Context: an optimization exercise on an open-source flow, tuned for small area, a short achievable clock period and few clock cycles per item. The choices shown serve that exercise and are no tape-out recipe. RTL that was checked went through simulation tests only; none was proved equivalent to the original. The RTL of run 2 was laid out without a check of its function. Power figures rest on the tool's default switching activity, not on a simulated workload.

$ cat flow/design.v
module sp_coder (
    input  wire        clk,
    input  wire        rst,            
    input  wire        in_valid,
    output wire        in_ready,
    input  wire [3:0]  in_slot,
    input  wire [63:0] in_p,           
    input  wire        in_skip,        
    input  wire        in_still,
    input  wire        in_jump,
    input  wire        in_refresh,
    output reg         out_valid,
    input  wire        out_ready,
    output reg  [3:0]  out_slot,
    output reg  [7:0]  out_code,
    output reg         out_esc_valid,
    output reg  [63:0] out_esc
);
    localparam NSLOT = 16;
    localparam [7:0] CODE_JUMP  = 8'h7F;
    localparam [7:0] CODE_TRACK = 8'h81;
    localparam [7:0] CODE_STILL = 8'h80;
    localparam [3:0] HEAD_RST = 4'd14;
    reg [63:0] ring_r [0:NSLOT-1];
    reg [63:0] ring_v [0:NSLOT-1];
    reg [NSLOT-1:1] stale;
    reg [3:0] head;
    reg        a_valid;
    reg        a_match;            
    reg [3:0]  a_slot;
    reg [63:0] a_p;
    reg        a_skip, a_still, a_jump, a_refresh;
    reg        s_valid;
    reg [3:0]  s_slot;
    reg [7:0]  s_code;
    reg        s_esc_valid;
    reg [63:0] s_esc;
    wire go = a_valid && a_match && !s_valid;
    assign in_ready = !a_valid || go;
    wire [63:0] r_cur = ring_r[0];
    wire [63:0] v_cur = ring_v[0];
    wire [63:0] p     = a_p;
    wire [63:0] rv    = r_cur + v_cur;
    wire [63:0] t     = p - r_cur - v_cur + 64'd128;
    wire        hi_eq = (&t[63:15]) || !(|t[63:15]);
    wire        c_ok  = hi_eq && (t[15:8] != 8'h7F) && (t[15:8] != 8'h80) && (t[15:8] != 8'h81);
    wire [8:0]  k     = 9'd128 - {1'b0, t[7:0]};
    wire [63:0] kx    = {{55{k[8]}}, k};
    wire [63:0] r_step = p + kx;
    wire [63:0] v_step = p - r_cur + kx;
    wire [63:0] v_trk  = p - r_cur;
    reg [63:0] r_next;
    reg [63:0] v_next;
    reg [7:0]  code;
    reg        esc;
    always @(*) begin
        r_next = r_cur;
        v_next = v_cur;
        code   = 8'd0;
        esc    = 1'b0;
        if (a_skip) begin
            code   = 8'd0;
            r_next = rv;
        end else if (a_still) begin
            code   = CODE_STILL;
            v_next = 64'd0;
        end else if (a_jump) begin
            code   = CODE_JUMP;
            esc    = 1'b1;
            r_next = p;
        end else if (a_refresh || !c_ok) begin
            code   = CODE_TRACK;
            esc    = 1'b1;
            v_next = v_trk;
            r_next = p;
        end else begin
            code   = t[15:8];
            v_next = v_step;
            r_next = r_step;
        end
    end
    integer j;
    always @(posedge clk) begin
        if (rst || stale[NSLOT-1]) begin
            ring_r[0] <= 64'd0;
            ring_v[0] <= 64'd0;
        end else begin
            ring_r[0] <= ring_r[NSLOT-1];
            ring_v[0] <= ring_v[NSLOT-1];
        end
        if (go) begin
            ring_r[1] <= r_next;
            ring_v[1] <= v_next;
        end else begin
            ring_r[1] <= ring_r[0];
            ring_v[1] <= ring_v[0];
        end
        for (j = 2; j < NSLOT; j = j + 1) begin
            ring_r[j] <= ring_r[j-1];
            ring_v[j] <= ring_v[j-1];
        end
    end
    always @(posedge clk) begin
        if (rst) begin
            stale <= {(NSLOT-1){1'b1}};
            head  <= HEAD_RST;
        end else begin
            stale <= {stale[NSLOT-2:1], 1'b0};
            head  <= head + 4'd1;
        end
    end
    always @(posedge clk) begin
        if (rst) begin
            a_valid <= 1'b0;
        end else if (in_ready) begin
            a_valid <= in_valid;
        end
        if (in_ready) begin
            a_slot    <= in_slot;
            a_p       <= in_p;
            a_skip    <= in_skip;
            a_still   <= in_still;
            a_jump    <= in_jump;
            a_refresh <= in_refresh;
            a_match   <= (in_slot == head + 4'd1);
        end else begin
            a_match   <= (a_slot == head + 4'd1);
        end
    end
    wire out_free = !out_valid || out_ready;
    always @(posedge clk) begin
        if (rst) begin
            out_valid <= 1'b0;
            s_valid   <= 1'b0;
        end else if (out_free) begin
            out_valid <= s_valid || go;
            s_valid   <= s_valid && go;
        end else begin
            s_valid   <= s_valid || go;
        end
    end
    always @(posedge clk) begin
        if (go) begin
            s_slot      <= a_slot;
            s_code      <= code;
            s_esc_valid <= esc;
            s_esc       <= p;
        end
        if (out_free) begin
            if (s_valid) begin
                out_slot      <= s_slot;
                out_code      <= s_code;
                out_esc_valid <= s_esc_valid;
                out_esc       <= s_esc;
            end else begin
                out_slot      <= a_slot;
                out_code      <= code;
                out_esc_valid <= esc;
                out_esc       <= p;
            end
        end
    end
endmodule
$ cat flow/run.sh
#!/bin/bash
# synth_recipe.tcl (not shown) runs the flow's synth.tcl, then flattens the netlist and writes it again
# the make line also repeats each setting of config.mk as NAME=value (left out here)
make -C /OpenROAD-flow-scripts/flow DESIGN_CONFIG=/design/flow/config.mk WORK_HOME=/design/flow/orfs CLKGATE_MAP_FILE= SYNTH_SCRIPT=/design/flow/synth_recipe.tcl finish
$ cat flow/config.mk
export PLATFORM = sky130hd
export DESIGN_NAME = sp_coder
export DESIGN_NICKNAME = sp_coder
export VERILOG_FILES = /design/flow/design.v
export SDC_FILE = /design/flow/constraint.sdc
export NUM_CORES = 4
export LEC_CHECK = 0
export CAP_MARGIN = 20
export CORE_MARGIN = 2
export CORE_UTILIZATION = 40
export SLEW_MARGIN = 20
$ cat flow/constraint.sdc
create_clock -name core_clock -period 14.5 [get_ports {clk}]
set_input_delay 2.9000 -clock core_clock [delete_from_list [all_inputs] [get_ports {clk}]]
set_output_delay 2.9000 -clock core_clock [all_outputs]
set_load 0.01 [all_outputs]
==> impl_results.md, run 1 <==
* Final-stage net count at 6483
* Max_slew headroom at 24.5%
* Worst-path clk slew at 60 ps
* I/O Pins at 155
* CTS tree: done
* Post-synth top cells: dfxtp_1, ha_1, a21oi_1
* GRT overflow at 0
* Dpl hpwl at 123000 microns
* Unrepaired setup endpoints after global routing: false
* #FFs+latches synth at 2297
* Largest family of logic cells by synthesized area: compound AO/OA/AOI/OAI gates
* Routability cong. at 0.932
* Skew-Pair Late Insertion Delay at 860 ps
* Synth warn at 3
* DRC errors left at 0
* Mapped Cells at 5786
* CTS root buf: clkbuf_16
* Static Leakage at 33.3 nW
* Crit path DAT at 11190 ps
* Final Core Density at 46.6%
* Post-Layout Cell Count at 8579
* Post-synthesis sequential area ratio at 66.7%
* Gr busiest metal: met2
* Crit. End Element: flop
* DP Cell Count at 8178
* Area Overhead vs Synth at 16.2%
* Syn nets at 6246
* Async S/R FF share, synth at 0%
* Post-synthesis mux area share at 2.58%
* Worst vdd ir at 112 uV
* Post-Syn Area at 72300 sq um
* Vias at 42500
* Clock buffer depth at 3
* Worst-path fanout max at 35
* Die width at 429 microns
* Syn_area_per_cell at 12.5 sq um
* Global-route usage over all layers at 18.2%
* Total Routed Length at 169000 microns
* CP max stage delay at 650 ps
* Worst Path Class, Setup: flop to flop
* Max-cap violation count at 0
* ANT nets after route at 0
* Top-count cell post-synth: dfxtp_1
* DR iter-0 viols at 2834
* Cell Rows at 156
* Setup Viol. Count Final at 0
* # hold bufs at CTS at 0
* Wire per inst at 19.7 microns
* Synth top area share at 57.4%
* Sink Count at 2297
* Initial Utilization at 40.1%
* Met1 Track Usage GR at 24.5%
* FMAX at 94.3 MHz
* H-Tree Level Count at 4
* Crit path top cell by count: or4_1
* CTS-repair resized insts at 0
* Endpoints failing hold at 0
* Vias in the first global route at 42200
* Setup TNS at 0 ps
* Layout cells sized above 1 at 8.67%
* Global-route wire length before repair at 257000 microns
* Status: no timing/DRC/antenna violations
* Largest area contributor in the netlist: dfxtp_1
* Worst Max-Slew Pin Slew at 1130 ps
* Largest net degree at the start of global routing at 72
* Die Y at 429 microns
* Compound-Gate Fraction of Synth Area at 11.2%
* PortBufs at 154
* Worst min path class: flop to flop
* EDFF count, synth at 226
* Post-synthesis simple-gate area fraction at 7.08%
* Vias/cell at 4.96
* Initial antenna violation count at 4
* Pins Over Slew Limit at 0
* Fill cells at 16100
* Critical path's slowest cell: or4_1
* Total power at 16.9 mW
* GR Util met3 at 2.79%
* Die ar. at 184000 sq um
* Xor/xnor share of the synthesized area at 3.66%
* Netlist cell types at 90
* Cell Pwr Density at 201 nW/um^2
* Min Hold Slack at 301 ps
* Synth area leaders: dfxtp_1, edfxtp_1, ha_1
* Req. time, crit path at 15080 ps
* Worst clock skew at 39.7 ps
* Postcts setup bufs at 0
* Adder-cell share of the synthesized area at 6.70%
* Total clock buffers created by CTS at 212
* DRT Pass-1 Iters at 6
* Final period utilization at 73.2%
* Post-layout min period at 10610 ps
* CP startpoint kind: flop
* Met2 Use GR at 29.8%
* Core region area at 180000 sq um
* Ys flop type: dfxtp_1
[power by group]
group	internal (mW)	switching, mW	leakage (nW)	total (mW)
clock network	3.39	2.41	3.72	5.80
logic	1.74	2.79	10.7	4.53
registers	6.52	0.0604	18.9	6.58
total	11.7	5.25	33.3	16.9
[critical path, delay by kind of cell, from the launching register on]
kind / cells / cell delay (ps)
and+or+nand+nor: 10 / 2940
xor gates and xnor gates: 2 / 410
AOI/OAI and AO/OA: 11 / 3870
adders and majority gates: 4 / 1290
buffers and inverters: 4 / 1110
muxes: 1 / 280
DFF: 1 / 430
[registers in the layout, summed over array words and instances, names as in the netlist]
signal,cells
a_slot,4
s_esc_valid,1
out_code,8
a_match,1
a_skip,1
a_refresh,1
out_esc,64
a_jump,1
s_valid,1
head,4
stale,15
s_esc,64
out_slot,4
out_valid,1
ring_r,1024
a_still,1
s_slot,4
ring_v,1024
out_esc_valid,1
a_valid,1
s_code,8
a_p,64
[metrics by stage]
stage / instance area (sq um) / worst slack, ps
final: 84000 / 3890
after floorplan: 72300 / 6370
after detailed placement: 76400 / 4010
after global routing: 84000 / 3330
after global placement: 76400 / 4060
after CTS: 84000 / 3960
[cell type report]
cell class / count / area, sq um / area share, %
clock inverter: 108 / 1360 / 1.62
clock buffer: 289 / 6210 / 7.39
timing repair buffer: 185 / 1770 / 2.11
tap: 2370 / 2970 / 3.53
antenna: 3 / 7.51 / 0.00894
sequential: 2297 / 48300 / 57.4
multi-input combinational: 3126 / 22700 / 27.0
inverter: 201 / 759 / 0.904
[routing by layer]
metal	part of all wire, %	vias to the layer above
li1	-	20800
met5	0.0077	-
met1	47	20500
met2	46	927
met4	2.8	2
met3	3.9	275
[cells in the final DEF (no fill, tap or decap), drive strengths merged, types with 34 or more instances in the layout]
cell	netlist	routed
inv	200	226
dfxtp	2071	2071
nand3	67	67
mux2i	111	111
clkbuf	115	290
and3	34	34
clkinv	1	54
o21a	35	35
o21bai	46	46
a31oi	39	39
a21o	196	196
nand4	76	76
a21oi	377	377
o211ai	37	37
nand2	266	266
clkdlybuf4s50	0	154
xor2	99	99
nor3	47	47
nand2b	38	38
ha	379	379
xnor2	203	203
and2	143	143
o21ai	259	259
a211oi	37	37
edfxtp	226	226
mux2	67	67
nor2	177	177
[final timing paths]
check                                    start             end  slack (ps)  cells after the start
worst min-delay path            ring_r[14][17]  ring_r[15][17]         300                      0
worst max register to register          a_p[0]     out_code[0]        3890                     32
worst max-delay path                    a_p[0]     out_code[0]        3890                     32
worst min register to register  ring_r[14][17]  ring_r[15][17]         300                      0
[cell families (layout without fill, tap and decap cells)]
| kind of cell | count (synthesis) | in the layout |
|---|---|---|
| multiplexers | 178 | 178 |
| other | 0 | 3 |
| flip-flops | 2297 | 2297 |
| XOR/XNOR | 302 | 302 |
| AND/OR/NAND/NOR | 995 | 995 |
| buffers and inverters | 363 | 783 |
| AO/OA/AOI/OAI | 1267 | 1267 |
| adder cells (fa/ha/maj) | 384 | 384 |
Testbench counts, summed over its fixed seeds: cycles 6,160, items 6,144.
==> run 2: changes to the inputs <==
--- a/flow/design.v
+++ b/flow/design.v
@@ -42,41 +42,42 @@
     wire [63:0] p     = a_p;
-    wire [63:0] rv    = r_cur + v_cur;
-    wire [63:0] t     = p - r_cur - v_cur + 64'd128;
-    wire        hi_eq = (&t[63:15]) || !(|t[63:15]);
-    wire        c_ok  = hi_eq && (t[15:8] != 8'h7F) && (t[15:8] != 8'h80) && (t[15:8] != 8'h81);
-    wire [8:0]  k     = 9'd128 - {1'b0, t[7:0]};
-    wire [63:0] kx    = {{55{k[8]}}, k};
-    wire [63:0] r_step = p + kx;
-    wire [63:0] v_step = p - r_cur + kx;
-    wire [63:0] v_trk  = p - r_cur;
-    reg [63:0] r_next;
-    reg [63:0] v_next;
+    wire [63:0] q     = p - r_cur;
+    wire [63:0] nv    = ~v_cur;
+    wire [15:0] e_lo  = {1'b0, q[14:0]} + {1'b0, nv[14:0]} + 16'd1;
+    wire        c15   = e_lo[15];
+    wire [15:0] e16   = {q[15] ^ nv[15] ^ c15, e_lo[14:0]};
+    wire [48:0] ha    = q[63:15];
+    wire [48:0] hb    = nv[63:15];
+    wire [48:0] hx    = ha ^ hb;
+    wire        all0  = (hx[0] == c15)  && (({ha[47:0] | hb[47:0]}) == hx[48:1]);
+    wire        all1  = (hx[0] == !c15) && (({ha[47:0] & hb[47:0]}) == ~hx[48:1]);
+    wire        lo_ok = all0 ? (e16[15] == 1'b0 && e16[14:0] <= 15'h7E7F)
+                             : (e16[15] == 1'b1 && e16[14:0] >= 15'h0180);
+    wire        c_ok  = (all0 || all1) && lo_ok;
+    wire [15:0] t16   = e16 + 16'd128;
+    wire [8:0]  k     = 9'd128 - {1'b0, t16[7:0]};
+    wire mode_skip  = a_skip;
+    wire mode_still = !a_skip && a_still;
+    wire mode_jump  = !a_skip && !a_still && a_jump;
+    wire mode_esc   = !a_skip && !a_still && (a_jump || a_refresh || !c_ok);
+    wire mode_pq    = !a_skip && !a_still && !a_jump;    
+    wire [63:0] r_part = mode_skip || mode_still ? r_cur : p;
+    wire [63:0] v_part = mode_still ? 64'd0 : mode_pq ? q : v_cur;
     reg [7:0]  code;
-    reg        esc;
     always @(*) begin
-        r_next = r_cur;
-        v_next = v_cur;
-        code   = 8'd0;
-        esc    = 1'b0;
-        if (a_skip) begin
-            code   = 8'd0;
-            r_next = rv;
-        end else if (a_still) begin
-            code   = CODE_STILL;
-            v_next = 64'd0;
-        end else if (a_jump) begin
-            code   = CODE_JUMP;
-            esc    = 1'b1;
-            r_next = p;
-        end else if (a_refresh || !c_ok) begin
-            code   = CODE_TRACK;
-            esc    = 1'b1;
-            v_next = v_trk;
-            r_next = p;
-        end else begin
-            code   = t[15:8];
-            v_next = v_step;
-            r_next = r_step;
-        end
+        if (a_skip)               code = 8'd0;
+        else if (a_still)         code = CODE_STILL;
+        else if (a_jump)          code = CODE_JUMP;
+        else if (a_refresh || !c_ok) code = CODE_TRACK;
+        else                      code = t16[15:8];
     end
+    wire esc = mode_esc;
+    reg        x2_skip;            
+    reg [8:0]  k2;                 
+    always @(posedge clk) begin
+        x2_skip <= go && mode_skip;
+        k2      <= (go && mode_pq && !a_refresh && c_ok) ? k : 9'd0;
+    end
+    wire [63:0] k2x   = {{55{k2[8]}}, k2};
+    wire [63:0] r_fin = ring_r[1] + (x2_skip ? ring_v[1] : k2x);
+    wire [63:0] v_fin = ring_v[1] + k2x;
     integer j;
@@ -91,4 +92,4 @@
         if (go) begin
-            ring_r[1] <= r_next;
-            ring_v[1] <= v_next;
+            ring_r[1] <= r_part;
+            ring_v[1] <= v_part;
         end else begin
@@ -97,3 +98,5 @@
         end
-        for (j = 2; j < NSLOT; j = j + 1) begin
+        ring_r[2] <= r_fin;
+        ring_v[2] <= v_fin;
+        for (j = 3; j < NSLOT; j = j + 1) begin
             ring_r[j] <= ring_r[j-1];
--- a/flow/config.mk
+++ b/flow/config.mk
@@ -9,3 +9,4 @@
 export CORE_MARGIN = 2
-export CORE_UTILIZATION = 40
+export CORE_UTILIZATION = 60
+export CTS_BUF_LIST = sky130_fd_sc_hd__clkbuf_8
 export SLEW_MARGIN = 20
==> impl_results.md, run 2 <==
* Ys flop type: dfxtp_1
* Worst Path Class, Setup: flop to flop
* Worst-path clk slew at 70 ps (about the same)
* Vias/cell at 5.13 (+3.6%)
* H-Tree Level Count at 5 (+1)
* Netlist cell types at 87 (-3.3%)
* Static Leakage at 32.6 nW (-2.2%)
* Synth warn at 3 (unchanged)
* Crit path DAT at 7490 ps (-3700 ps)
* Die ar. at 115000 sq um (-38%)
* CTS tree: done
* Largest area contributor in the netlist: dfxtp_1
* Post-layout min period at 6820 ps (-3790 ps)
* Global-route wire length before repair at 223000 microns (-13%)
* Setup Viol. Count Final at 0 (unchanged)
* Worst clock skew at 126 ps (+86.3 ps)
* Largest regs: ring_r x1024, ring_v x1024
* Worst min path class: flop to flop
* Hold Path Origin: ring_v[8][53]
* Worst-path fanout max at 11 (-69%)
* Cell Rows at 122 (-22%)
* Synth top area share at 61.9% (+4.5 points)
* Core region area at 111000 sq um (-38%)
* DRT Pass-1 Iters at 5 (-1)
* Setup TNS at 0 ps (unchanged)
* ANT nets after route at 0 (unchanged)
* EDFF count, synth at 226 (unchanged)
* Most common cell after layout, fill and taps aside: dfxtp_1
* Endpoints failing hold at 0 (unchanged)
* Dpl hpwl at 104000 microns (-15%)
* Clock buffer depth at 4 (+1)
* Status: no timing/DRC/antenna violations
* Most frequent cells in the layout: dfxtp_1, clkbuf_8, nand2_1
* # hold bufs at CTS at 0 (unchanged)
* GRT overflow at 0 (unchanged)
* Mapped Cells at 5149 (-11%)
* Synth area leaders: dfxtp_1, edfxtp_1, ha_1
* Cell Pwr Density at 160 nW/um^2 (-20%)
* Postcts setup bufs at 0 (unchanged)
* Startpoint of the worst register-to-register path: a_p[0]
* Syn nets at 5535 (-11%)
* CTS root buf: clkbuf_8
* Post-synthesis sequential area ratio at 71.9% (+5.2 points)
* Worst Max-Slew Pin Slew at 1120 ps (-14.8 ps)
* Skew-Pair Late Insertion Delay at 970 ps (+110 ps)
* Max-cap violation count at 0 (unchanged)
* Area Overhead vs Synth at 14.9%
* Die Y at 339 microns (-21%)
* Req. time, crit path at 15170 ps (+90 ps)
* #FFs+latches synth at 2307 (+0.44%)
* Die width at 339 microns (-21%)
* Unrepaired setup endpoints after global routing: false
* Global-route usage over all layers at 25.8% (+7.6 points)
* Post-synth top cells: dfxtp_1, nand2_1, ha_1
* Total Routed Length at 149000 microns (-12%)
* Wire per inst at 20.5 microns (+3.7%)
* Min Hold Slack at 257 ps (-44.2 ps)
* Top-count cell post-synth: dfxtp_1
* FMAX at 147 MHz (+56%)
* Final-stage net count at 5930 (-8.5%)
* Vias at 37400 (-12%)
* Layout cells sized above 1 at 10.9% (+2.2 points)
* Critical Path Start: a_p[0]
* I/O Pins at 155 (unchanged)
* Fill cells at 7512 (-53%)
* CTS-repair resized insts at 0 (unchanged)
* CP startpoint kind: flop
* DRC errors left at 0 (unchanged)
* Pins Over Slew Limit at 0 (unchanged)
* Async S/R FF share, synth at 0% (unchanged)
* Initial antenna violation count at 11 (+7)
* Crit. End Element: flop
* DR iter-0 viols at 2710 (-4.4%)
* Routability cong. at 0.907 (-2.7%)
* Largest net degree at the start of global routing at 91 (+26%)
* Sink Count at 2307 (+0.44%)
* Final period utilization at 47.0% (-26 points)
* Syn_area_per_cell at 13.1 sq um (+4.7%)
* Vias in the first global route at 37100 (-12%)
* Post-Syn Area at 67300 sq um (-6.8%)
* Initial Utilization at 60.7% (+21 points)
* Total clock buffers created by CTS at 345 (+63%)
* PortBufs at 154 (unchanged)
* Worst vdd ir at 153 uV (+37%)
* Max_slew headroom at 25.4% (+0.98 points)
-- run 2: power by group --
part	switching, mW	total (mW)	leakage (nW)	internal (mW)
registers	0.0446	6.56	19.0	6.52
logic	0.400	0.660	9.62	0.259
clock network	2.32	5.18	3.99	2.87
total	2.76	12.4	32.6	9.64
-- run 2: path summary, 6_finish.rpt --
path,to,slack (ps),cells past startpoint
max,out_code[7],7680,23
min,ring_v[9][53],260,0
min reg2reg,ring_v[9][53],260,0
max reg2reg,out_code[7],7680,23
-- run 2: per-stage QoR --
| stage | utilization (%) | area (sq um) | power (mW) | std cells | setup slack (ps) |
|---|---|---|---|---|---|
| 5_1_grt | 69.7 | 77400 | 12.9 | 7283 | 7320 |
| 3_5_place_dp | 63.5 | 70500 | 7.35 | 6685 | 7800 |
| 6_report | 69.7 | 77400 | 12.4 | 7285 | 7680 |
| 2_1_floorplan | - | 67300 | 7.09 | 5149 | 9060 |
| 3_3_place_gp | 63.5 | 70500 | 7.35 | 6685 | 7800 |
| 4_1_cts | 69.7 | 77400 | 12.5 | 7282 | 7780 |
-- run 2: area by class of cell --
cell class | count | area, sq um | area share [%]
Clock buffer | 417 | 5740 | 7.42
Multi-Input combinational cell | 2484 | 17600 | 22.7
Sequential cell | 2307 | 48500 | 62.6
Tap cell | 1488 | 1860 | 2.41
Inverter | 235 | 883 | 1.14
Antenna cell | 3 | 7.51 | 0.00970
Timing Repair Buffer | 171 | 1670 | 2.16
Clock inverter | 180 | 1190 | 1.54
-- run 2: critical path: stages (launching register included) --
cell and delay (ps):
edfxtp_1 370, inv_1 70, ha_1 230, fa_1 410, nor2b_1 180, o2111ai_1 140, a21boi_0 500, o21ai_0 280
o21ai_0 410, a31oi_1 270, o211a_1 310, nor2_1 210, a311o_1 220, xor2_1 410, ha_1 360, xnor2_1 140
nor4_1 320, nand4_1 120, or4_1 610, a31o_2 260, o32ai_2 100, buf_4 250, a31oi_1 120, mux2_2 280
-- run 2: metal layers --
layer  routed length, microns  track usage, %  vias to the layer above
li1                         -               -                    18200
met1                    72500            38.3                    17800
met2                    63000            37.3                     1105
met3                    10100            6.14                      243
met4                     3470            8.15                        2
met5                       13               0                        -
-- run 2: kinds of logic after synthesis --
family	Yosys count	share of synthesized area, %
AOI/OAI and AO/OA	835	8.02
xor gates and xnor gates	299	3.89
adders and majority gates	311	5.82
buffers and inverters	358	2.01
DFF	2307	71.9
muxes	81	1.35
and+or+nand+nor	958	6.99

## what the ideal ports hide
No port has a modelled driver above. Below, the same layouts with a new extraction and two added sets of constraints.
Step 1 (the two cells are an assumption about what drives the block):
set clk [get_ports {clk}]
set_driving_cell -lib_cell sky130_fd_sc_hd__clkbuf_16 $clk
set_driving_cell -lib_cell sky130_fd_sc_hd__buf_2 [delete_from_list [all_inputs] $clk]
Step 2 times the ports against the registers' clock, not the clock port: input delays grow and output delays shrink by t, the midpoint of the rising clock arrivals with the driver on.
Three values: ideal ports, drivers, drivers and shift; two values: the first two.
run | shift t [ns] | setup WS [ns] | hold slack, ns | worst setup path at the end | worst register clock-pin slew, ns
run 1 | 0.917 | 3.891 / 3.891 / 3.891 | 0.301 / 0.301 / 0.301 | register to register | 0.07 / 0.07
run 2 | 0.981 | 7.681 / 7.681 / 7.681 | 0.257 / 0.257 / 0.257 | register to register | 0.07 / 0.07
After both steps setup and hold are still met in every run listed.
